This is an optimization exercise on Yosys and OpenROAD, whose aim is small area, a short achievable clock period and few clock cycles per item, not a production implementation. Only simulation tests tie the RTL to the original design; equivalence was not proved. Power figures rest on the tool's default switching activity, not on a simulated workload.

### design.v
module aes_sbox (
    input  wire [7:0] a,
    output reg  [7:0] y
);
  always @(*) begin
    case (a)
      8'h00: y = 8'h63;
      8'h01: y = 8'h7c;
      8'h02: y = 8'h77;
      8'h03: y = 8'h7b;
      8'h04: y = 8'hf2;
      8'h05: y = 8'h6b;
      8'h06: y = 8'h6f;
      8'h07: y = 8'hc5;
      8'h08: y = 8'h30;
      8'h09: y = 8'h01;
      8'h0a: y = 8'h67;
      8'h0b: y = 8'h2b;
      8'h0c: y = 8'hfe;
      8'h0d: y = 8'hd7;
      8'h0e: y = 8'hab;
      8'h0f: y = 8'h76;
      8'h10: y = 8'hca;
      8'h11: y = 8'h82;
      8'h12: y = 8'hc9;
      8'h13: y = 8'h7d;
      8'h14: y = 8'hfa;
      8'h15: y = 8'h59;
      8'h16: y = 8'h47;
      8'h17: y = 8'hf0;
      8'h18: y = 8'had;
      8'h19: y = 8'hd4;
      8'h1a: y = 8'ha2;
      8'h1b: y = 8'haf;
      8'h1c: y = 8'h9c;
      8'h1d: y = 8'ha4;
      8'h1e: y = 8'h72;
      8'h1f: y = 8'hc0;
      8'h20: y = 8'hb7;
      8'h21: y = 8'hfd;
      8'h22: y = 8'h93;
      8'h23: y = 8'h26;
      8'h24: y = 8'h36;
      8'h25: y = 8'h3f;
      8'h26: y = 8'hf7;
      8'h27: y = 8'hcc;
      8'h28: y = 8'h34;
      8'h29: y = 8'ha5;
      8'h2a: y = 8'he5;
      8'h2b: y = 8'hf1;
      8'h2c: y = 8'h71;
      8'h2d: y = 8'hd8;
      8'h2e: y = 8'h31;
      8'h2f: y = 8'h15;
      8'h30: y = 8'h04;
      8'h31: y = 8'hc7;
      8'h32: y = 8'h23;
      8'h33: y = 8'hc3;
      8'h34: y = 8'h18;
      8'h35: y = 8'h96;
      8'h36: y = 8'h05;
      8'h37: y = 8'h9a;
      8'h38: y = 8'h07;
      8'h39: y = 8'h12;
      8'h3a: y = 8'h80;
      8'h3b: y = 8'he2;
      8'h3c: y = 8'heb;
      8'h3d: y = 8'h27;
      8'h3e: y = 8'hb2;
      8'h3f: y = 8'h75;
      8'h40: y = 8'h09;
      8'h41: y = 8'h83;
      8'h42: y = 8'h2c;
      8'h43: y = 8'h1a;
      8'h44: y = 8'h1b;
      8'h45: y = 8'h6e;
      8'h46: y = 8'h5a;
      8'h47: y = 8'ha0;
      8'h48: y = 8'h52;
      8'h49: y = 8'h3b;
      8'h4a: y = 8'hd6;
      8'h4b: y = 8'hb3;
      8'h4c: y = 8'h29;
      8'h4d: y = 8'he3;
      8'h4e: y = 8'h2f;
      8'h4f: y = 8'h84;
      8'h50: y = 8'h53;
      8'h51: y = 8'hd1;
      8'h52: y = 8'h00;
      8'h53: y = 8'hed;
      8'h54: y = 8'h20;
      8'h55: y = 8'hfc;
      8'h56: y = 8'hb1;
      8'h57: y = 8'h5b;
      8'h58: y = 8'h6a;
      8'h59: y = 8'hcb;
      8'h5a: y = 8'hbe;
      8'h5b: y = 8'h39;
      8'h5c: y = 8'h4a;
      8'h5d: y = 8'h4c;
      8'h5e: y = 8'h58;
      8'h5f: y = 8'hcf;
      8'h60: y = 8'hd0;
      8'h61: y = 8'hef;
      8'h62: y = 8'haa;
      8'h63: y = 8'hfb;
      8'h64: y = 8'h43;
      8'h65: y = 8'h4d;
      8'h66: y = 8'h33;
      8'h67: y = 8'h85;
      8'h68: y = 8'h45;
      8'h69: y = 8'hf9;
      8'h6a: y = 8'h02;
      8'h6b: y = 8'h7f;
      8'h6c: y = 8'h50;
      8'h6d: y = 8'h3c;
      8'h6e: y = 8'h9f;
      8'h6f: y = 8'ha8;
      8'h70: y = 8'h51;
      8'h71: y = 8'ha3;
      8'h72: y = 8'h40;
      8'h73: y = 8'h8f;
      8'h74: y = 8'h92;
      8'h75: y = 8'h9d;
      8'h76: y = 8'h38;
      8'h77: y = 8'hf5;
      8'h78: y = 8'hbc;
      8'h79: y = 8'hb6;
      8'h7a: y = 8'hda;
      8'h7b: y = 8'h21;
      8'h7c: y = 8'h10;
      8'h7d: y = 8'hff;
      8'h7e: y = 8'hf3;
      8'h7f: y = 8'hd2;
      8'h80: y = 8'hcd;
      8'h81: y = 8'h0c;
      8'h82: y = 8'h13;
      8'h83: y = 8'hec;
      8'h84: y = 8'h5f;
      8'h85: y = 8'h97;
      8'h86: y = 8'h44;
      8'h87: y = 8'h17;
      8'h88: y = 8'hc4;
      8'h89: y = 8'ha7;
      8'h8a: y = 8'h7e;
      8'h8b: y = 8'h3d;
      8'h8c: y = 8'h64;
      8'h8d: y = 8'h5d;
      8'h8e: y = 8'h19;
      8'h8f: y = 8'h73;
      8'h90: y = 8'h60;
      8'h91: y = 8'h81;
      8'h92: y = 8'h4f;
      8'h93: y = 8'hdc;
      8'h94: y = 8'h22;
      8'h95: y = 8'h2a;
      8'h96: y = 8'h90;
      8'h97: y = 8'h88;
      8'h98: y = 8'h46;
      8'h99: y = 8'hee;
      8'h9a: y = 8'hb8;
      8'h9b: y = 8'h14;
      8'h9c: y = 8'hde;
      8'h9d: y = 8'h5e;
      8'h9e: y = 8'h0b;
      8'h9f: y = 8'hdb;
      8'ha0: y = 8'he0;
      8'ha1: y = 8'h32;
      8'ha2: y = 8'h3a;
      8'ha3: y = 8'h0a;
      8'ha4: y = 8'h49;
      8'ha5: y = 8'h06;
      8'ha6: y = 8'h24;
      8'ha7: y = 8'h5c;
      8'ha8: y = 8'hc2;
      8'ha9: y = 8'hd3;
      8'haa: y = 8'hac;
      8'hab: y = 8'h62;
      8'hac: y = 8'h91;
      8'had: y = 8'h95;
      8'hae: y = 8'he4;
      8'haf: y = 8'h79;
      8'hb0: y = 8'he7;
      8'hb1: y = 8'hc8;
      8'hb2: y = 8'h37;
      8'hb3: y = 8'h6d;
      8'hb4: y = 8'h8d;
      8'hb5: y = 8'hd5;
      8'hb6: y = 8'h4e;
      8'hb7: y = 8'ha9;
      8'hb8: y = 8'h6c;
      8'hb9: y = 8'h56;
      8'hba: y = 8'hf4;
      8'hbb: y = 8'hea;
      8'hbc: y = 8'h65;
      8'hbd: y = 8'h7a;
      8'hbe: y = 8'hae;
      8'hbf: y = 8'h08;
      8'hc0: y = 8'hba;
      8'hc1: y = 8'h78;
      8'hc2: y = 8'h25;
      8'hc3: y = 8'h2e;
      8'hc4: y = 8'h1c;
      8'hc5: y = 8'ha6;
      8'hc6: y = 8'hb4;
      8'hc7: y = 8'hc6;
      8'hc8: y = 8'he8;
      8'hc9: y = 8'hdd;
      8'hca: y = 8'h74;
      8'hcb: y = 8'h1f;
      8'hcc: y = 8'h4b;
      8'hcd: y = 8'hbd;
      8'hce: y = 8'h8b;
      8'hcf: y = 8'h8a;
      8'hd0: y = 8'h70;
      8'hd1: y = 8'h3e;
      8'hd2: y = 8'hb5;
      8'hd3: y = 8'h66;
      8'hd4: y = 8'h48;
      8'hd5: y = 8'h03;
      8'hd6: y = 8'hf6;
      8'hd7: y = 8'h0e;
      8'hd8: y = 8'h61;
      8'hd9: y = 8'h35;
      8'hda: y = 8'h57;
      8'hdb: y = 8'hb9;
      8'hdc: y = 8'h86;
      8'hdd: y = 8'hc1;
      8'hde: y = 8'h1d;
      8'hdf: y = 8'h9e;
      8'he0: y = 8'he1;
      8'he1: y = 8'hf8;
      8'he2: y = 8'h98;
      8'he3: y = 8'h11;
      8'he4: y = 8'h69;
      8'he5: y = 8'hd9;
      8'he6: y = 8'h8e;
      8'he7: y = 8'h94;
      8'he8: y = 8'h9b;
      8'he9: y = 8'h1e;
      8'hea: y = 8'h87;
      8'heb: y = 8'he9;
      8'hec: y = 8'hce;
      8'hed: y = 8'h55;
      8'hee: y = 8'h28;
      8'hef: y = 8'hdf;
      8'hf0: y = 8'h8c;
      8'hf1: y = 8'ha1;
      8'hf2: y = 8'h89;
      8'hf3: y = 8'h0d;
      8'hf4: y = 8'hbf;
      8'hf5: y = 8'he6;
      8'hf6: y = 8'h42;
      8'hf7: y = 8'h68;
      8'hf8: y = 8'h41;
      8'hf9: y = 8'h99;
      8'hfa: y = 8'h2d;
      8'hfb: y = 8'h0f;
      8'hfc: y = 8'hb0;
      8'hfd: y = 8'h54;
      8'hfe: y = 8'hbb;
      8'hff: y = 8'h16;
      default: y = 8'h00;
    endcase
  end
endmodule
module aes_round (
    input  wire [127:0] state_in,
    input  wire [127:0] round_key,
    input  wire         final_round,
    output wire [127:0] state_out
);
  wire [7:0] b   [0:15];
  wire [7:0] sb  [0:15];
  wire [7:0] sr  [0:15];
  wire [127:0] shifted;
  wire [127:0] mixed;
  function [7:0] xtime(input [7:0] x);
    xtime = {x[6:0], 1'b0} ^ (x[7] ? 8'h1b : 8'h00);
  endfunction
  function [31:0] mix_column(input [31:0] col);
    reg [7:0] a0, a1, a2, a3;
    begin
      a0 = col[31:24];
      a1 = col[23:16];
      a2 = col[15:8];
      a3 = col[7:0];
      mix_column[31:24] = xtime(a0) ^ (xtime(a1) ^ a1) ^ a2 ^ a3;
      mix_column[23:16] = a0 ^ xtime(a1) ^ (xtime(a2) ^ a2) ^ a3;
      mix_column[15:8]  = a0 ^ a1 ^ xtime(a2) ^ (xtime(a3) ^ a3);
      mix_column[7:0]   = (xtime(a0) ^ a0) ^ a1 ^ a2 ^ xtime(a3);
    end
  endfunction
  genvar i;
  generate
    for (i = 0; i < 16; i = i + 1) begin : g_bytes
      assign b[i] = state_in[127-8*i -: 8];
      aes_sbox u_sbox (.a(b[i]), .y(sb[i]));
      assign sr[i] = sb[(i + 4 * (i % 4)) % 16];
      assign shifted[127-8*i -: 8] = sr[i];
    end
  endgenerate
  assign mixed = {mix_column(shifted[127:96]), mix_column(shifted[95:64]),
                  mix_column(shifted[63:32]),  mix_column(shifted[31:0])};
  assign state_out = (final_round ? shifted : mixed) ^ round_key;
endmodule
module aes_key_step (
    input  wire [255:0] window,
    input  wire         rot_step,
    input  wire [7:0]   rcon,
    output wire [127:0] next_words
);
  wire [31:0] last = window[31:0];
  wire [31:0] rotated = rot_step ? {last[23:0], last[31:24]} : last;
  wire [31:0] subbed;
  wire [31:0] temp;
  wire [31:0] w0, w1, w2, w3;
  aes_sbox u_s0 (.a(rotated[31:24]), .y(subbed[31:24]));
  aes_sbox u_s1 (.a(rotated[23:16]), .y(subbed[23:16]));
  aes_sbox u_s2 (.a(rotated[15:8]),  .y(subbed[15:8]));
  aes_sbox u_s3 (.a(rotated[7:0]),   .y(subbed[7:0]));
  assign temp = subbed ^ (rot_step ? {rcon, 24'h000000} : 32'h00000000);
  assign w0 = window[255:224] ^ temp;
  assign w1 = window[223:192] ^ w0;
  assign w2 = window[191:160] ^ w1;
  assign w3 = window[159:128] ^ w2;
  assign next_words = {w0, w1, w2, w3};
endmodule
module aes256_enc (
    input  wire         clk,
    input  wire         rst,
    input  wire         in_valid,
    output wire         in_ready,
    input  wire [255:0] in_key,
    input  wire [127:0] in_block,
    output reg          out_valid,
    output wire [127:0] out_block
);
  reg         busy;
  reg  [3:0]  round;        
  reg  [7:0]  rcon;
  reg [127:0] state;
  reg [255:0] key_window;   
  wire [127:0] round_out;
  wire [127:0] next_words;
  wire         final_round = (round == 4'd14);
  aes_round u_round (
      .state_in   (state),
      .round_key  (key_window[127:0]),
      .final_round(final_round),
      .state_out  (round_out)
  );
  aes_key_step u_key_step (
      .window    (key_window),
      .rot_step  (round[0]),
      .rcon      (rcon),
      .next_words(next_words)
  );
  assign in_ready  = !busy;
  assign out_block = state;
  always @(posedge clk) begin
    if (rst) begin
      busy      <= 1'b0;
      out_valid <= 1'b0;
    end else begin
      out_valid <= 1'b0;
      if (!busy) begin
        if (in_valid) begin
          state      <= in_block ^ in_key[255:128];
          key_window <= in_key;
          round      <= 4'd1;
          rcon       <= 8'h01;
          busy       <= 1'b1;
        end
      end else begin
        state      <= round_out;
        key_window <= {key_window[127:0], next_words};
        round      <= round + 4'd1;
        if (round[0])
          rcon <= {rcon[6:0], 1'b0};
        if (final_round) begin
          busy      <= 1'b0;
          out_valid <= 1'b1;
        end
      end
    end
  end
endmodule
### run.sh
#!/bin/bash
# synth_recipe.tcl (not shown) runs the flow's synth.tcl, then flattens the netlist and writes it again
# the make line also repeats each setting of config.mk as NAME=value (left out here)
make -C /OpenROAD-flow-scripts/flow DESIGN_CONFIG=/design/flow/config.mk WORK_HOME=/design/flow/orfs CLKGATE_MAP_FILE= SYNTH_SCRIPT=/design/flow/synth_recipe.tcl finish
### config.mk
export PLATFORM = sky130hd
export DESIGN_NAME = aes256_enc
export DESIGN_NICKNAME = aes256_enc
export VERILOG_FILES = /design/flow/design.v
export SDC_FILE = /design/flow/constraint.sdc
export NUM_CORES = 4
export LEC_CHECK = 0
export CAP_MARGIN = 20
export CELL_PAD_IN_SITES_DETAIL_PLACEMENT = 2
export CELL_PAD_IN_SITES_GLOBAL_PLACEMENT = 2
export CORE_MARGIN = 2
export CORE_UTILIZATION = 30
export PLACE_DENSITY = 0.35
export SLEW_MARGIN = 20
### constraint.sdc
create_clock -name core_clock -period 9.0 [get_ports {clk}]
set_input_delay 1.8000 -clock core_clock [delete_from_list [all_inputs] [get_ports {clk}]]
set_output_delay 1.8000 -clock core_clock [all_outputs]
set_load 0.01 [all_outputs]
==> metrics.yaml <==
outcome: "no timing/DRC/antenna violations"
clk_latency_ns: 0.89
track_usage_pct: 43.4
timing.final.ws_setup_ns: 1.40
dpl.hpwl_um: 571000
postCtsSetupRepairBufs: 0
die_w_um: 583
synthToLayoutAreaGrowth_pct: 12.7
antenna_found_initial: 67
vias: 133062
critical-path-top-delay-family: "simple AND/OR/NAND/NOR gates"
post_drt_wl_per_cell_um: 42.4
synth.top_cells.by_area: "edfxtp_1, a21oi_1, o21ai_0"
slew_headroom_pct: 13.0
synth_top_area_share_pct: 11.8
yosysMostFrequentCell: "nand2_1"
rows: 212
hold_class: "flop to flop"
dieArea_mm2: 0.340
postRouteAntennaNets: 0
routed_wl_um: 774000
p_sw_mw: 39.4
cts-root-buf: "clkbuf_16"
tns_ns: 0
yosysSeqAreaShare_pct: 14.4
worstSetupEndpointType: "flop"
hold_buffers: 0
skew_ns: 0.0857
syn_inst: 14160
power-per-cell-area_mw_per_mm2: 532
pre_cts_ws_ns: 1.51
finalCritPeriodShare_pct: 84.5
dr.pass1.iters: 8
power_frac_comb_pct: 84.7
die_h_um: 583
htreeDepth: 3
cp_data_arrival_time_ns: 8.24
dp.cells: 18086
fmax_mhz: 132
port_buffers: 516
synthTopCellsByCount: "nand2_1, a21oi_1, nor2_1"
grt_overflow: 0
cap_violations: 0
drt_iter0_markers: 19087
path_cells: "clkinv_1, ha_1, and3_4, buf_4, nand2_1, o21ai_1, xnor2_1, a221o_1, buf_4, inv_1, ha_1, nand2_1, and3_1, a2111oi_0, o32ai_1, nor3_1"
cts_resized: 0
layout_min_cycle_time_ns: 7.60
layout.cells.non_filler: 18266
hold_viol_final: 0
cp_data_required_time_ns: 9.64
setup_viol: 0
cts_max_path_buffers: 4
switching_share_pct: 65.3
synth.distinct_cells: 122
rsz0062_at_grt: "false"
io_pins: 517
synth_nets: 14808
start_util_pct: 30.1
slowest_stage: "ha_1"
yosysTopAreaCell: "edfxtp_1"
slew_violations: 0
internal-power_mw: 20.9
slowest_delay_ns: 1.01
worst_setup_path_start_kind: "flop"
synthFlopType: "edfxtp_1"
ys_warn_count: 3
grt_pass1_wl_um: 1080000
grt_max_degree: 92
crit_buf_inv: 4
crit_type: "flop to flop"
synth_area_mm2: 0.101
worstMarginPinSlew_ns: 1.30
fin_nets: 14436
cellLeakagePower_nw: 39.2
ys_ff_latch: 526
place.gp.congestion: 1.04
numCtsBuffers: 87
synth_edf_count: 396
drc: 0
avgSynthCellArea_um2: 7.10
clk_pin_slew_ns: 0.07
cp_max_fo: 33
vdd_drop_max_mv: 0.313
tritoncts: "done"
cts_sinks: 526
pwr-share-seq_pct: 9.0
async_flop_share_pct: 0
core-area_mm2: 0.333
clkPwrFrac_pct: 6.3
layout-drive-gt1-share_pct: 10.1
routed_via_density: 7.28
grt_pass1_vias: 130915
[cell type report]
| class | count | area (µm²) |
|---|---|---|
| timing repair buffer | 1175 | 10300 |
| multi-input combinational | 11835 | 79400 |
| clock buffer | 101 | 2290 |
| antenna | 29 | 72.6 |
| sequential | 526 | 14500 |
| clock inverter | 50 | 617 |
| fill | 38719 | 220000 |
| tap | 4387 | 5490 |
| inverter | 163 | 628 |
[per-stage QoR]
step	hold WS (ns)	power [mW]	utilization (%)	area, µm²
final	0.589	60.3	34.0	113000
after global routing	0.599	61.8	34.0	113000
after CTS	0.585	58.0	33.9	113000
after detailed placement	0.562	53.9	33.1	110000
after global placement	0.550	53.3	33.0	110000
after floorplan	0.530	32.7	-	101000
[logic make-up (layout without fill, tap and decap cells)]
| family | Yosys count | after routing | share of synthesized area [%] |
|---|---|---|---|
| AO/OA/AOI/OAI | 5864 | 5864 | 39.5 |
| AND/OR/NAND/NOR | 4357 | 4357 | 19.7 |
| buffers and inverters | 1799 | 1489 | 7.66 |
| XOR/XNOR | 800 | 800 | 8.95 |
| multiplexers | 552 | 552 | 6.50 |
| flip-flops | 526 | 526 | 14.4 |
| adder cells (fa/ha/maj) | 262 | 262 | 3.26 |
| other | 0 | 29 | 0 |
[routing by layer]
metal	GRT usage, %	vias to the layer above	routed length (µm)
li1	-	53985	-
met5	0	-	397
met2	64.0	8702	324000
met1	56.6	68544	311000
met3	11.0	1769	83700
met4	26.2	62	55800
[layout by cell type (no fill, tap or decap), types with 197 or more instances in the layout]
master / instances
a211oi_1: 322
a21oi_1: 1260
a221oi_1: 197
a31oi_1: 321
buf_4: 641
clkdlybuf4s50_1: 514
edfxtp_1: 396
ha_1: 261
mux2_2: 226
mux2i_1: 245
nand2_1: 1307
nand3_1: 526
nor2_1: 1261
nor3_1: 501
o211ai_1: 375
o21ai_0: 1211
o311ai_0: 227
xnor2_1: 413
xor2_1: 237
[path summary, 6_finish.rpt]
| path | from | end | slack [ns] | cells after the start |
|---|---|---|---|---|
| worst max-delay path | round[0] | u_round.g_bytes[1].u_sbox.y[7] | 1.40 | 16 |
| worst min-delay path | rcon[0] | rcon[1] | 0.59 | 1 |
| worst max register to register | round[0] | u_round.g_bytes[1].u_sbox.y[7] | 1.40 | 16 |
| worst min register to register | rcon[0] | rcon[1] | 0.59 | 1 |
[state kept, by name, summed over array words and instances, names as in the netlist]
signal / cells
state: 128
round: 4
u_round.g_bytes.u_sbox.y: 128
rcon: 8
busy: 1
out_valid: 1
key_window: 256
[power by group through the flow]
stage / Combinational [mW] / Sequential (mW) / Clock, mW
3_5_place_dp: 48.6 / 5.31 / 0
4_1_cts: 48.8 / 5.28 / 3.86
3_3_place_gp: 48.0 / 5.30 / 0
6_report: 51.1 / 5.40 / 3.81
5_1_grt: 52.6 / 5.32 / 3.91
2_1_floorplan: 28.7 / 3.94 / 0
[worst register-to-register path, stage by stage (launching register included)]
cell	delay (ns)
edfxtp_1	0.44
clkinv_1	0.12
ha_1	0.35
and3_4	0.67
buf_4	0.62
nand2_1	0.15
o21ai_1	0.59
xnor2_1	0.30
a221o_1	0.44
buf_4	0.24
inv_1	0.48
ha_1	1.01
nand2_1	0.33
and3_1	0.31
a2111oi_0	0.53
o32ai_1	0.22
nor3_1	0.63
Testbench counts, summed over its fixed seeds: cycles 15,368, blocks 1,024.

what the ideal ports hide:
How much do the figures lean on ideal ports? The routed layout below was timed once more, with nothing changed but the port constraints.
Step 1 (the two cells are an assumption about what drives the block):
set clk [get_ports {clk}]
set_driving_cell -lib_cell sky130_fd_sc_hd__clkbuf_16 $clk
set_driving_cell -lib_cell sky130_fd_sc_hd__buf_2 [delete_from_list [all_inputs] $clk]
Step 2 times the ports against the registers' clock, not the clock port: input delays grow and output delays shrink by t, the midpoint of the rising clock arrivals with the driver on.
a / b / c = ideal ports / drivers / drivers and shift; a / b = the first two.
t, ns: 0.955
setup slack, ns: 1.398 / 1.398 / 1.244
worst setup path at the end: input to register
latest minus earliest clock arrival (ns): 0.086 / 0.086
After both steps setup and hold are still met in this run. The setup slack of this run moves by 0.000 ns with the drivers and by -0.154 ns with both steps.
